Background: an optimization exercise with open tools, aiming at small area and a short achievable clock period. Do not read the settings as production practice. Only simulation tests tie the RTL to the original design; equivalence was not proved.

## flow/flow/run.sh

```bash
#!/bin/bash
# Layout flow: the standard ORFS flow (standard.sh), with every input and
# output port buffered by a sky130_fd_sc_hd__buf_2 instead of the default
# port buffer cell. make's full output goes to make.log here; ORFS keeps each
# step's log under orfs/logs/.
set -euo pipefail
bash standard.sh "BUFFER_PORTS_ARGS=-buffer_cell sky130_fd_sc_hd__buf_2" finish > make.log 2>&1
```

## flow/standard.sh

```bash
#!/bin/bash
# synth_recipe.tcl (not shown) runs the flow's synth.tcl, then flattens the netlist and writes it again
# the make line also repeats each setting of config.mk as NAME=value (left out here)
make -C /OpenROAD-flow-scripts/flow DESIGN_CONFIG=/design/flow/config.mk WORK_HOME=/design/flow/orfs CLKGATE_MAP_FILE= SYNTH_SCRIPT=/design/flow/synth_recipe.tcl "${@:-finish}"
```

## flow/config.mk

```make
export PLATFORM = sky130hd
export DESIGN_NAME = rs108_line_dec
export DESIGN_NICKNAME = rs108_line_dec
export VERILOG_FILES = /design/flow/design.v
export SDC_FILE = /design/flow/constraint.sdc
export NUM_CORES = 4
export LEC_CHECK = 0
export CAP_MARGIN = 20
export CORE_MARGIN = 2
export CORE_UTILIZATION = 60
export SLEW_MARGIN = 20
```

## flow/constraint.sdc

```tcl
create_clock -name core_clock -period 16.5 [get_ports {clk}]
set_input_delay 3.3000 -clock core_clock [delete_from_list [all_inputs] [get_ports {clk}]]
set_output_delay 3.3000 -clock core_clock [all_outputs]
set_load 0.01 [all_outputs]
```

## flow/design.v

```verilog
module rs108_beat_dec (
    input  wire [39:0] cw,
    input  wire [9:0]  msel,
    output wire [31:0] data,
    output wire        bad,
    output wire        nz,
    output wire [3:0]  loc
);
    wire t40 = cw[22] ^ cw[25];
    wire t41 = cw[21] ^ cw[24];
    wire t42 = cw[28] ^ t40;
    wire t43 = cw[19] ^ cw[39];
    wire t44 = cw[13] ^ cw[37];
    wire t45 = cw[23] ^ cw[26];
    wire t46 = cw[10] ^ t43;
    wire t47 = cw[18] ^ cw[38];
    wire t48 = cw[11] ^ cw[17];
    wire t49 = cw[14] ^ cw[20];
    wire t50 = cw[15] ^ t41;
    wire t51 = cw[7] ^ cw[31];
    wire t52 = cw[8] ^ cw[35];
    wire t53 = t46 ^ t51;
    wire t54 = cw[29] ^ t45;
    wire t55 = cw[9] ^ t47;
    wire t56 = cw[36] ^ t42;
    wire t57 = cw[16] ^ t49;
    wire t58 = cw[34] ^ t48;
    wire t59 = cw[32] ^ t52;
    wire t60 = cw[27] ^ cw[30];
    wire t61 = cw[3] ^ cw[12];
    wire t62 = cw[33] ^ cw[35];
    wire t63 = cw[0] ^ t44;
    wire t64 = t50 ^ t61;
    wire t65 = cw[1] ^ t44;
    wire t66 = cw[6] ^ t55;
    wire t67 = t60 ^ t62;
    wire t68 = cw[5] ^ t58;
    wire t69 = t42 ^ t63;
    wire t70 = cw[4] ^ t57;
    wire t71 = t53 ^ t70;
    wire t72 = t50 ^ t59;
    wire t73 = t54 ^ t69;
    wire t74 = t56 ^ t67;
    wire t75 = cw[19] ^ cw[30];
    wire t76 = cw[12] ^ t41;
    wire t77 = cw[6] ^ cw[27];
    wire t78 = cw[33] ^ t40;
    wire t79 = cw[31] ^ cw[37];
    wire t80 = cw[7] ^ cw[20];
    wire t81 = t75 ^ t80;
    wire t82 = cw[2] ^ cw[23];
    wire t83 = cw[22] ^ t48;
    wire t84 = cw[11] ^ cw[24];
    wire t85 = cw[2] ^ t47;
    wire t86 = cw[18] ^ t84;
    wire t87 = cw[39] ^ t49;
    wire t88 = cw[13] ^ t45;
    wire t89 = cw[32] ^ cw[34];
    wire t90 = cw[16] ^ t89;
    wire t91 = t54 ^ t79;
    wire t92 = t55 ^ t76;
    wire t93 = t58 ^ t65;
    wire t94 = t85 ^ t87;
    wire t95 = t65 ^ t81;
    wire t96 = t78 ^ t82;
    wire t97 = t52 ^ t77;
    wire t98 = t57 ^ t86;
    wire t99 = t46 ^ t56;
    wire t100 = t72 ^ t91;
    wire t101 = t43 ^ t64;
    wire t102 = cw[38] ^ t93;
    wire t103 = t64 ^ t68;
    wire t104 = t72 ^ t95;
    wire t105 = t73 ^ t90;
    wire t106 = t71 ^ t96;
    wire t107 = t74 ^ t102;
    wire t108 = t66 ^ t83;
    wire t109 = t68 ^ t94;
    wire t110 = t73 ^ t98;
    wire t111 = t66 ^ t101;
    wire t112 = t104 ^ t108;
    wire t113 = t88 ^ t103;
    wire t114 = t53 ^ t105;
    wire t115 = t74 ^ t111;
    wire t116 = t100 ^ t109;
    wire t117 = t99 ^ t113;
    wire t118 = t71 ^ t107;
    wire t119 = t97 ^ t110;
    wire t120 = t92 ^ t106;
    wire [3:0] s1, s2;
    assign s1[0] = t114;
    assign s1[1] = t118;
    assign s1[2] = t116;
    assign s1[3] = t115;
    assign s2[0] = t119;
    assign s2[1] = t112;
    assign s2[2] = t120;
    assign s2[3] = t117;
    wire [9:0] eq;
    assign eq[0] = ~((s2[0] ^ s1[0]) | (s2[1] ^ s1[1]) | (s2[2] ^ s1[2]) | (s2[3] ^ s1[3]));
    assign eq[1] = ~((s2[0] ^ s1[3]) | (s2[1] ^ s1[0] ^ s1[3]) | (s2[2] ^ s1[1]) | (s2[3] ^ s1[2]));
    assign eq[2] = ~((s2[0] ^ s1[2]) | (s2[1] ^ s1[2] ^ s1[3]) | (s2[2] ^ s1[0] ^ s1[3]) | (s2[3] ^ s1[1]));
    assign eq[3] = ~((s2[0] ^ s1[1]) | (s2[1] ^ s1[1] ^ s1[2]) | (s2[2] ^ s1[2] ^ s1[3]) | (s2[3] ^ s1[0] ^ s1[3]));
    assign eq[4] = ~((s2[0] ^ s1[0] ^ s1[3]) | (s2[1] ^ s1[0] ^ s1[1] ^ s1[3]) | (s2[2] ^ s1[1] ^ s1[2]) | (s2[3] ^ s1[2] ^ s1[3]));
    assign eq[5] = ~((s2[0] ^ s1[2] ^ s1[3]) | (s2[1] ^ s1[0] ^ s1[2]) | (s2[2] ^ s1[0] ^ s1[1] ^ s1[3]) | (s2[3] ^ s1[1] ^ s1[2]));
    assign eq[6] = ~((s2[0] ^ s1[1] ^ s1[2]) | (s2[1] ^ s1[1] ^ s1[3]) | (s2[2] ^ s1[0] ^ s1[2]) | (s2[3] ^ s1[0] ^ s1[1] ^ s1[3]));
    assign eq[7] = ~((s2[0] ^ s1[0] ^ s1[1] ^ s1[3]) | (s2[1] ^ s1[0] ^ s1[2] ^ s1[3]) | (s2[2] ^ s1[1] ^ s1[3]) | (s2[3] ^ s1[0] ^ s1[2]));
    assign eq[8] = ~((s2[0] ^ s1[0] ^ s1[2]) | (s2[1] ^ s1[1] ^ s1[2] ^ s1[3]) | (s2[2] ^ s1[0] ^ s1[2] ^ s1[3]) | (s2[3] ^ s1[1] ^ s1[3]));
    assign eq[9] = ~((s2[0] ^ s1[1] ^ s1[3]) | (s2[1] ^ s1[0] ^ s1[1] ^ s1[2] ^ s1[3]) | (s2[2] ^ s1[1] ^ s1[2] ^ s1[3]) | (s2[3] ^ s1[0] ^ s1[2] ^ s1[3]));
    assign loc[0] = eq[1] | eq[3] | eq[5] | eq[7] | eq[9];
    assign loc[1] = eq[2] | eq[3] | eq[6] | eq[7];
    assign loc[2] = eq[4] | eq[5] | eq[6] | eq[7];
    assign loc[3] = eq[8] | eq[9];
    wire [9:0] hit = eq & msel;
    assign bad = ~|hit;
    assign nz  = |s1;
    assign data[0] = cw[0] ^ (hit[0] & (s1[0]));
    assign data[1] = cw[1] ^ (hit[0] & (s1[1]));
    assign data[2] = cw[2] ^ (hit[0] & (s1[2]));
    assign data[3] = cw[3] ^ (hit[0] & (s1[3]));
    assign data[4] = cw[4] ^ (hit[1] & (s1[0] ^ s1[1]));
    assign data[5] = cw[5] ^ (hit[1] & (s1[2]));
    assign data[6] = cw[6] ^ (hit[1] & (s1[3]));
    assign data[7] = cw[7] ^ (hit[1] & (s1[0]));
    assign data[8] = cw[8] ^ (hit[2] & (s1[0] ^ s1[1] ^ s1[2]));
    assign data[9] = cw[9] ^ (hit[2] & (s1[3]));
    assign data[10] = cw[10] ^ (hit[2] & (s1[0]));
    assign data[11] = cw[11] ^ (hit[2] & (s1[0] ^ s1[1]));
    assign data[12] = cw[12] ^ (hit[3] & (s1[0] ^ s1[1] ^ s1[2] ^ s1[3]));
    assign data[13] = cw[13] ^ (hit[3] & (s1[0]));
    assign data[14] = cw[14] ^ (hit[3] & (s1[0] ^ s1[1]));
    assign data[15] = cw[15] ^ (hit[3] & (s1[0] ^ s1[1] ^ s1[2]));
    assign data[16] = cw[16] ^ (hit[4] & (s1[1] ^ s1[2] ^ s1[3]));
    assign data[17] = cw[17] ^ (hit[4] & (s1[0] ^ s1[1]));
    assign data[18] = cw[18] ^ (hit[4] & (s1[0] ^ s1[1] ^ s1[2]));
    assign data[19] = cw[19] ^ (hit[4] & (s1[0] ^ s1[1] ^ s1[2] ^ s1[3]));
    assign data[20] = cw[20] ^ (hit[5] & (s1[0] ^ s1[2] ^ s1[3]));
    assign data[21] = cw[21] ^ (hit[5] & (s1[0] ^ s1[1] ^ s1[2]));
    assign data[22] = cw[22] ^ (hit[5] & (s1[0] ^ s1[1] ^ s1[2] ^ s1[3]));
    assign data[23] = cw[23] ^ (hit[5] & (s1[1] ^ s1[2] ^ s1[3]));
    assign data[24] = cw[24] ^ (hit[6] & (s1[1] ^ s1[3]));
    assign data[25] = cw[25] ^ (hit[6] & (s1[0] ^ s1[1] ^ s1[2] ^ s1[3]));
    assign data[26] = cw[26] ^ (hit[6] & (s1[1] ^ s1[2] ^ s1[3]));
    assign data[27] = cw[27] ^ (hit[6] & (s1[0] ^ s1[2] ^ s1[3]));
    assign data[28] = cw[28] ^ (hit[7] & (s1[0] ^ s1[2]));
    assign data[29] = cw[29] ^ (hit[7] & (s1[1] ^ s1[2] ^ s1[3]));
    assign data[30] = cw[30] ^ (hit[7] & (s1[0] ^ s1[2] ^ s1[3]));
    assign data[31] = cw[31] ^ (hit[7] & (s1[1] ^ s1[3]));
endmodule
module rs108_line_dec (
    input  wire         clk,
    input  wire         rst,
    input  wire         in_valid,
    input  wire [319:0] in_data,
    input  wire         in_mark_en,
    input  wire [3:0]   in_mark_dev,
    input  wire         in_retry_en,
    input  wire         in_reread,
    output reg          out_valid,
    output reg          out_last,
    output reg  [255:0] out_data,
    output reg  [2:0]   out_kind,
    output reg  [3:0]   out_dev,
    output reg  [3:0]   out_beat
);
    reg       second_q;
    reg       mark_en_q;
    reg [3:0] mark_dev_q;
    reg       retry_en_q;
    reg       reread_q;
    reg [7:0] bad_q;
    reg [7:0] nz_q;
    reg [3:0] loc_q;
    reg       wbad_q;
    reg [2:0] wbadb_q;
    reg       wnz_q;
    reg [2:0] wnzb_q;
    reg [3:0] wloc_q;
    wire       mark_en  = second_q ? mark_en_q  : in_mark_en;
    wire [3:0] mark_dev = second_q ? mark_dev_q : in_mark_dev;
    wire [9:0] msel;
    genvar g;
    generate
        for (g = 0; g < 10; g = g + 1) begin : sel
            assign msel[g] = ~mark_en | (mark_dev == g);
        end
    endgenerate
    wire [255:0] dec_data;
    wire [7:0]   bad, nz;
    wire [31:0]  loc;
    generate
        for (g = 0; g < 8; g = g + 1) begin : beat
            rs108_beat_dec u_dec (
                .cw   (in_data[40*g +: 40]),
                .msel (msel),
                .data (dec_data[32*g +: 32]),
                .bad  (bad[g]),
                .nz   (nz[g]),
                .loc  (loc[4*g +: 4])
            );
        end
    endgenerate
    reg [3:0] floc;
    reg       seen;
    integer k;
    always @* begin
        floc = 4'd0;
        seen = 1'b0;
        for (k = 0; k < 8; k = k + 1) begin
            if (nz[k] && !seen) floc = floc | loc[4*k +: 4];
            seen = seen | nz[k];
        end
    end
    function [2:0] first;
        input [7:0] v;
        integer n;
        begin
            first = 3'd0;
            for (n = 7; n >= 0; n = n - 1)
                if (v[n]) first = n;
        end
    endfunction
    always @(posedge clk) begin
        if (rst) begin
            second_q  <= 1'b0;
            out_valid <= 1'b0;
        end else begin
            out_valid <= in_valid;
            if (in_valid)
                second_q <= ~second_q;
        end
        if (in_valid && !second_q) begin
            mark_en_q  <= in_mark_en;
            mark_dev_q <= in_mark_dev;
            retry_en_q <= in_retry_en;
            reread_q   <= in_reread;
        end
        if (out_valid && !out_last) begin
            wbad_q  <= |bad_q;
            wbadb_q <= first(bad_q);
            wnz_q   <= |nz_q;
            wnzb_q  <= first(nz_q);
            wloc_q  <= loc_q;
        end
        out_last <= second_q;
        out_data <= dec_data;
        bad_q    <= bad;
        nz_q     <= nz;
        loc_q    <= floc;
    end
    wire hbad = |bad_q;
    wire hnz  = |nz_q;
    wire lbad = wbad_q | hbad;
    always @* begin
        if (mark_en_q) begin
            if (lbad)
                out_kind = (retry_en_q && !reread_q) ? 3'd4 : 3'd5;
            else
                out_kind = reread_q ? 3'd3 : 3'd2;
            out_dev = mark_dev_q;
        end else begin
            if (lbad)
                out_kind = 3'd5;
            else if (wnz_q || hnz)
                out_kind = 3'd1;
            else
                out_kind = 3'd0;
            if (lbad)
                out_dev = 4'hf;
            else if (wnz_q)
                out_dev = wloc_q;
            else if (hnz)
                out_dev = loc_q;
            else
                out_dev = 4'hf;
        end
        if (wbad_q)
            out_beat = {1'b0, wbadb_q};
        else if (hbad)
            out_beat = {1'b1, first(bad_q)};
        else if (mark_en_q)
            out_beat = 4'd0;
        else if (wnz_q)
            out_beat = {1'b0, wnzb_q};
        else if (hnz)
            out_beat = {1'b1, first(nz_q)};
        else
            out_beat = 4'd0;
    end
endmodule
```

==> key figures, run 1 <==
Run status
  • Status: complete, no violations

Setup path
  • Crit path required time: 16960 ps
  • Reg2reg path depth: 6
  • Crit path capture type: register
  • Worst setup SP type: input pin
  • Worst-path maximum fanout: 15
  • Arrival @ worst endpoint: approximately 7400 ps
  • Setup CP Type: in -> reg
  • Reg-to-reg slack, setup: around 13000 ps

Synthesis
  • Syn Inst Count: about 2500
  • Mapped cell area: between 0.02 and 0.025 mm^2
  • Top_reg_cell synth: dfxtp_1
  • Cell variety after synth: 87
  • Fraction of registers with async set/reset: 0%
  • Number of synthesized register bits: between 200 and 300
  • Seq/Total Area, Yosys: 25.84%
  • Synth warn: 1
  • Post-synth EDFFs: 19
  • Net Count, Synth: between 2000 and 3000
  • Syn Area/Cell: 9.648 um^2

Place
  • Gpl congestion: a little under 1
  • DP Wirelength: approximately 60 mm
  • PortBufs: 598

Clock network
  • # clock sinks: just under 300
  • Clk buf depth: 3
  • Hold Buf Count CTS: 0
  • Post-CTS Resized: 0
  • CTS H-tree lvls: 2
  • CTS Buf Count: 34
  • Skew-Pair Late Insertion Delay: around 550 ps
  • CTS tree: done
  • CTS root buffer: clkbuf_16
  • Number of buffers added for setup after CTS: 0
  • CTS clk-pin slew, worst paths: about 60 ps

Flow run
  • Max Cap Violations: 0

Detailed routing
  • Via/cell ratio: 5.640
  • # DRC: 0
  • Avg WL per Cell: around 21 um
  • Antenna Nets Post-Route: 0
  • Via Count: between 20000 and 25000
  • Initial DRC count: between 1500 and 2000
  • Post-Route WL: about 75 mm
  • Initial DRT Pass Iterations: 5

Timing
  • FMAX: between 0.1 and 0.15 GHz
  • Worst Skew: 10.93 ps
  • Final setup violation count: 0
  • Max Slew Vio Count: 0
  • Final Cycle Share: between 40 and 50%
  • Setup TNS: 0 ps
  • Hold Vio Cnt, Final: 0
  • Worst-Margin Slew: roughly 1200 ps
  • RSZ-0062 raised after global routing: no
  • Relative slew slack: approximately 17%
  • Final Critical Period: between 6000 and 7000 ps

Global route
  • Initial antenna violation count: 4
  • Grt total ovfl: 0
  • GRT Overall Usage: around 35%
  • First-pass GRT wire length: around 110 mm
  • Number of global-route vias before repair: 20460
  • Largest net degree at the start of global routing: 26

Floorplan
  • Initial Utilization: roughly 61%
  • Die height: 203.3 um
  • Io pins: around 600
  • Core ar.: approximately 0.039 mm^2
  • Die W: around 200 um
  • Full die area: 0.04131 mm^2
  • Core Rows: between 70 and 80

Finish
  • Fin util: about three quarters
  • Net count, final: approximately 3400
  • Syn-to-layout area delta: 20.33%
  • Share of cells above drive strength 1: roughly a quarter

Min path
  • Hold Path Depth: 0
  • Hold WC Path Type: reg -> reg
## kinds of logic after synthesis
family / count (synthesis) / synth area share, %
compound gates: 184 / 5.237
xor+xnor: 1038 / 48.40
fa+ha+maj: 8 / 0.4202
buf+inv: 96 / 1.702
flops: 298 / 25.84
mux: 42 / 1.791
simple gates: 803 / 16.61
## metrics by stage
step | hold slack [ps] | instances | worst slack (ps) | area (um^2)
after CTS | 442.9 | 3600 | 9618 | 28610
after global placement | 430.3 | 3539 | 9078 | 27370
after detailed placement | 420.6 | 3539 | 9047 | 27370
final | 443.1 | 3603 | 9565 | 28660
after floorplan | 370.9 | 2469 | 9733 | 23820
after global routing | 451.4 | 3603 | 9389 | 28660
## cell type report
type | count | area [um^2]
diodes | 3 | 7.507
clock inverters | 12 | 150.1
fillers | 2944 | 10250
flip-flops and latches | 298 | 6156
clock buffers | 49 | 1094
multi-input cells | 2075 | 17350
well taps | 518 | 648.1
repair buffers | 620 | 3158
inverters | 28 | 105.1
## cells in the mapped netlist, types with 11 or more instances
| master | n | area (um^2) |
|---|---|---|
| a211oi_1 | 11 | 82.58 |
| a21oi_1 | 42 | 210.2 |
| a22oi_1 | 12 | 90.09 |
| and2_1 | 23 | 143.9 |
| and3_1 | 21 | 131.4 |
| buf_2 | 18 | 90.09 |
| clkbuf_1 | 39 | 146.4 |
| dfxtp_1 | 279 | 5585 |
| edfxtp_1 | 19 | 570.6 |
| inv_1 | 25 | 93.84 |
| mux2i_1 | 37 | 370.4 |
| nand2_1 | 233 | 874.6 |
| nand2b_1 | 40 | 250.2 |
| nand3_1 | 76 | 380.4 |
| nand3b_1 | 15 | 112.6 |
| nand4_1 | 15 | 93.84 |
| nor2_1 | 176 | 660.6 |
| nor2b_1 | 25 | 156.4 |
| nor3_1 | 54 | 270.3 |
| nor4_1 | 17 | 106.4 |
| o21ai_0 | 18 | 90.09 |
| o22ai_1 | 22 | 137.6 |
| or2_2 | 12 | 75.07 |
| or3_1 | 50 | 312.8 |
| xnor2_1 | 635 | 5562 |
| xnor2_2 | 18 | 292.8 |
| xnor3_1 | 125 | 2815 |
| xor2_1 | 217 | 1901 |
| xor2_2 | 12 | 195.2 |
| xor3_1 | 17 | 404.1 |
## worst max-delay path, cell delays in order
cell,delay [ps]
buf_2,130
xnor2_1,390
xnor3_1,460
xnor2_1,190
xnor2_2,760
xnor2_1,480
or3_1,470
a211oi_1,380
nor3_1,140
a31oi_1,430
a221oi_1,110
o211ai_1,140
## layout by cell type (no fill, tap or decap), types with 39 or more instances in the layout
cell type	instances
dfxtp_1	279
nor2_1	176
xnor3_1	125
xor2_1	215
nor3_1	54
nand2_1	233
nand2b_1	40
clkbuf_16	39
xnor2_1	632
buf_2	598
nand3_1	76
or3_1	50
## registers in the layout, indices dropped and copies added, names as in the netlist
signal,flops
bad_q,8
loc_q,4
mark_dev_q,4
mark_en_q,1
nz_q,8
out_data,256
out_last,1
out_valid,1
reread_q,1
retry_en_q,1
second_q,1
wbad_q,1
wbadb_q,3
wloc_q,4
wnz_q,1
wnzb_q,3
## per-layer routing
layer	wire length, um	vias up	GRT usage [%]
met4	2989	2	14.73
li1	-	9464	-
met5	13	-	0
met1	29480	9757	43.56
met2	37170	921	61.76
met3	5606	177	5.609
## path summary, 6_finish.rpt
kind / endpoint / startpoint
worst max-delay path: loc_q[1] / in_data[91]
worst min-delay path: wloc_q[2] / loc_q[2]
worst max register to register: out_data[225] / second_q
worst min register to register: wloc_q[2] / loc_q[2]
==> run 2: changes to the inputs <==
==> flow/run.sh (new file) <==
#!/bin/bash
# synth_recipe.tcl (not shown) runs the flow's synth.tcl, then flattens the netlist and writes it again
# the make line also repeats each setting of config.mk as NAME=value (left out here)
make -C /OpenROAD-flow-scripts/flow DESIGN_CONFIG=/design/flow/config.mk WORK_HOME=/design/flow/orfs CLKGATE_MAP_FILE= SYNTH_SCRIPT=/design/flow/synth_recipe.tcl finish
--- a/flow/config.mk
+++ b/flow/config.mk
@@ -7,5 +7,5 @@
 export LEC_CHECK = 0
 export CAP_MARGIN = 20
 export CORE_MARGIN = 2
-export CORE_UTILIZATION = 60
+export CORE_UTILIZATION = 40
 export SLEW_MARGIN = 20
removed: flow/flow/run.sh
removed: flow/standard.sh
==> run 2 against run 1 <==
Still clean. Worst hold slack better by 14 ps. First-iteration DRC count is 35% lower. Final cell count is 7.3% higher. Clock skew is 0.66 ps higher. Sequential cell count stayed put. Synthesized cell count stayed put. Largest cell class unchanged.
==> key figures, run 2 <==
Place
  • Post-DP Area: 0.03075 mm^2 (+12%)
  • DP Wirelength: 68.73 mm (+15%)
  • PortBufs: 598 (unchanged)
  • Gpl congestion: 0.9366 (-5.5%)

Floorplan
  • Io pins: 599 (unchanged)
  • Core Rows: 89 (+24%)
  • Core ar.: 0.05891 mm^2 (+51%)
  • Die W: 248.0 um (+22%)
  • Die height: 248.0 um (+22%)
  • Initial Utilization: 40.44% (-21 points)
  • Full die area: 0.06152 mm^2 (+49%)

Clock network
  • CTS Buf Count: 37 (+8.8%)
  • CTS clk-pin slew, worst paths: 60 ps (about the same)
  • Skew-Pair Late Insertion Delay: 560 ps (about the same)
  • Hold Buf Count CTS: 0 (unchanged)
  • Number of buffers added for setup after CTS: 0 (unchanged)
  • Clk buf depth: 3 (unchanged)
  • CTS H-tree lvls: 2 (unchanged)
  • Post-CTS Resized: 0 (unchanged)
  • CTS tree: done
  • CTS root buffer: clkbuf_16
  • # clock sinks: 298 (unchanged)

Setup path
  • Crit path required time: 17000 ps (+40 ps)
  • Worst path max stage delay: 840 ps (+80 ps)
  • Setup CP Type: in -> reg
  • Critical Path, Cell by Cell: clkdlybuf4s50_1, xnor3_1, xnor3_1, xnor2_1, xor2_1, and3_1, inv_2, nor4_1, inv_1, a41oi_1, a221oi_1, nand4_1
  • Reg-to-reg slack, setup: 12940 ps (-100 ps)
  • Arrival @ worst endpoint: 8080 ps (+690 ps)
  • Max stage delay cell, worst path: xor2_1
  • Cell mode on critical path: xnor3_1
  • Crit path capture type: register
  • Worst-path maximum fanout: 13 (-2)
  • Worst setup SP type: input pin

Timing
  • Final setup violation count: 0 (unchanged)
  • Setup TNS: 0 ps (unchanged)
  • Worst Skew: 11.60 ps (+0.6619 ps)
  • Relative slew slack: 25.53% (+8.8 points)
  • FMAX: 0.1318 GHz (-8.6%)
  • Hold Vio Cnt, Final: 0 (unchanged)
  • Final Cycle Share: 45.97% (+3.9 points)
  • Worst-Margin Slew: 1117 ps (-131.3 ps)
  • Max Slew Vio Count: 0 (unchanged)
  • RSZ-0062 raised after global routing: no
  • Final Critical Period: 7585 ps (+650.2 ps)

Global route
  • Largest net degree at the start of global routing: 26 (unchanged)
  • Met2 Use GR: 46.04% (-16 points)
  • GRT Overall Usage: 26.57% (-8.8 points)
  • Initial antenna violation count: 5 (+1)
  • Number of global-route vias before repair: 20100 (-1.8%)
  • Grt total ovfl: 0 (unchanged)
  • GR met3 Demand/Resource: 4.924% (-0.69 points)
  • GR met1 Demand/Resource: 33.74% (-9.8 points)
  • First-pass GRT wire length: 123.6 mm (+7.9%)
  • Layer with the highest usage: met2

Synthesis
  • Synth top cells by count: xnor2_1, dfxtp_1, nand2_1
  • Post-synth EDFFs: 19 (unchanged)
  • Seq/Total Area, Yosys: 25.84% (unchanged)
  • Syn Area/Cell: 9.648 um^2 (unchanged)
  • Cell variety after synth: 87 (unchanged)
  • Largest cells by area after synthesis: dfxtp_1, xnor2_1, xnor3_1
  • Synth warn: 1 (unchanged)
  • Mapped cell area: 0.02382 mm^2 (unchanged)
  • Mux contribution to synthesized area: 1.791% (unchanged)
  • Net Count, Synth: 2807 (unchanged)
  • Top_reg_cell synth: dfxtp_1
  • Synth Area in Adders: 0.4202% (unchanged)
  • Synth Area in Compound Gates: 5.237% (unchanged)
  • Count leader, synth: xnor2_1
  • Number of synthesized register bits: 298 (unchanged)
  • Fraction of registers with async set/reset: 0% (unchanged)
  • Syn Inst Count: 2469 (unchanged)
  • Simple logic cell fraction of the synthesized area: 16.61% (unchanged)
  • Largest family of logic cells by synthesized area: XOR/XNOR gates
  • Area share of the largest cell type after synthesis: 23.45% (unchanged)
  • Cell taking the most area after synthesis: dfxtp_1
  • Post-Synth XOR/XNOR Area: 48.40% (unchanged)

Flow run
  • Max Cap Violations: 0 (unchanged)

Detailed routing
  • Via/cell ratio: 5.129 (-9.1%)
  • Initial DRT Pass Iterations: 8 (+3)
  • Antenna Nets Post-Route: 0 (unchanged)
  • Avg WL per Cell: 21.97 um (+5.2%)
  • # DRC: 0 (unchanged)
  • Post-Route WL: 84.91 mm (+13%)
  • Initial DRC count: 1148 (-35%)
  • Via Count: 19830 (-2.4%)

Finish
  • Share of cells above drive strength 1: 5.730% (-19 points)
  • Fin util: 54.43% (-19 points)
  • Biggest register: out_data
  • Most frequent cells in the layout: xnor2_1, clkdlybuf4s50_1, dfxtp_1
  • Largest regs: out_data: 256 flops, bad_q: 8 flops, nz_q: 8 flops
  • Max FFs per register: 256 (unchanged)
  • Syn-to-layout area delta: 34.60%
  • Net count, final: 3403 (+0.24%)
  • Design Area, Final: 0.03206 mm^2 (+12%)
  • Most common cell after layout, fill and taps aside: xnor2_1

Run status
  • Status: complete, no violations

Min path
  • Hold WC Path Type: reg -> reg
[run 2: cell counts after synthesis]
Identical to the previous run, type by type.
[run 2: layout make-up]
type	count	area [um^2]
fillers	5325	26840
flip-flops and latches	298	6156
multi-input cells	2075	17370
diodes	3	7.507
clock inverters	8	123.9
well taps	773	967.2
repair buffers	625	6186
clock buffers	55	1146
inverters	28	105.1
[run 2: metrics by stage]
step / setup WS [ps] / hold WS, ps / cells
after floorplan: 9733 / 370.9 / 2469
after global placement: 8387 / 442.3 / 3798
after detailed placement: 8388 / 442.8 / 3798
after CTS: 8962 / 463.2 / 3861
after global routing: 8657 / 470.6 / 3863
final: 8915 / 457.3 / 3865
[run 2: logic make-up (layout without fill, tap and decap cells)]
logic type / after synthesis / after routing
DFF: 298 / 298
AOI/OAI and AO/OA: 184 / 184
xor gates and xnor gates: 1038 / 1038
muxes: 42 / 42
and+or+nand+nor: 803 / 803
buffers and inverters: 96 / 716
other: 0 / 3
adders and majority gates: 8 / 8
[run 2: worst paths after layout]
| kind | to | cells past startpoint | start |
|---|---|---|---|
| setup reg to reg | out_data[226] | 6 | second_q |
| hold / removal | wloc_q[1] | 0 | loc_q[1] |
| setup / recovery | loc_q[0] | 12 | in_data[24] |
| hold reg to reg | wloc_q[1] | 0 | loc_q[1] |
[run 2: worst max-delay path: cells and delay by family]
kind	cells	cell delay [ps]
buffers and inverters	3	830
xor gates and xnor gates	4	2180
AOI/OAI and AO/OA	2	510
and+or+nand+nor	3	1270
[run 2: layer usage]
metal / vias to the layer above / part of all wire (%)
met1: 9540 / 42
met3: 121 / 6.6
li1: 9473 / -
met4: 6 / 2.5
met5: - / 0.040
met2: 685 / 49

==> static timing again, ports no longer ideal <==
How much do the figures lean on ideal ports? The routed layouts below were timed once more, with nothing changed but the port constraints.
Step 1 sets driving cells, clkbuf_16 on the clock port and buf_2 on the other inputs (assumed; they add their load-dependent delay and slew).
Step 2 also shifts input and output timing later by t, the mid clock arrival at the registers, as if the neighbouring blocks saw the same clock.
Three values: ideal, step 1, step 2; two values: the first two.
| run | t (ns) | setup WS [ns] | clock arrival spread, ns | worst data-port slew with drivers (ns) | pins driven straight from the clock port |
|---|---|---|---|---|---|
| run 1 | 0.609 | 9.565 / 9.594 / 8.985 | 0.013 / 0.013 | 0.09 | 1 |
| run 2 | 0.613 | 8.915 / 8.933 / 8.319 | 0.013 / 0.013 | 0.12 | 1 |
After both steps setup and hold are still met in every run listed. The setup slack of run 2, which loses most, moves by +0.018 ns with the drivers and by -0.596 ns with both steps.
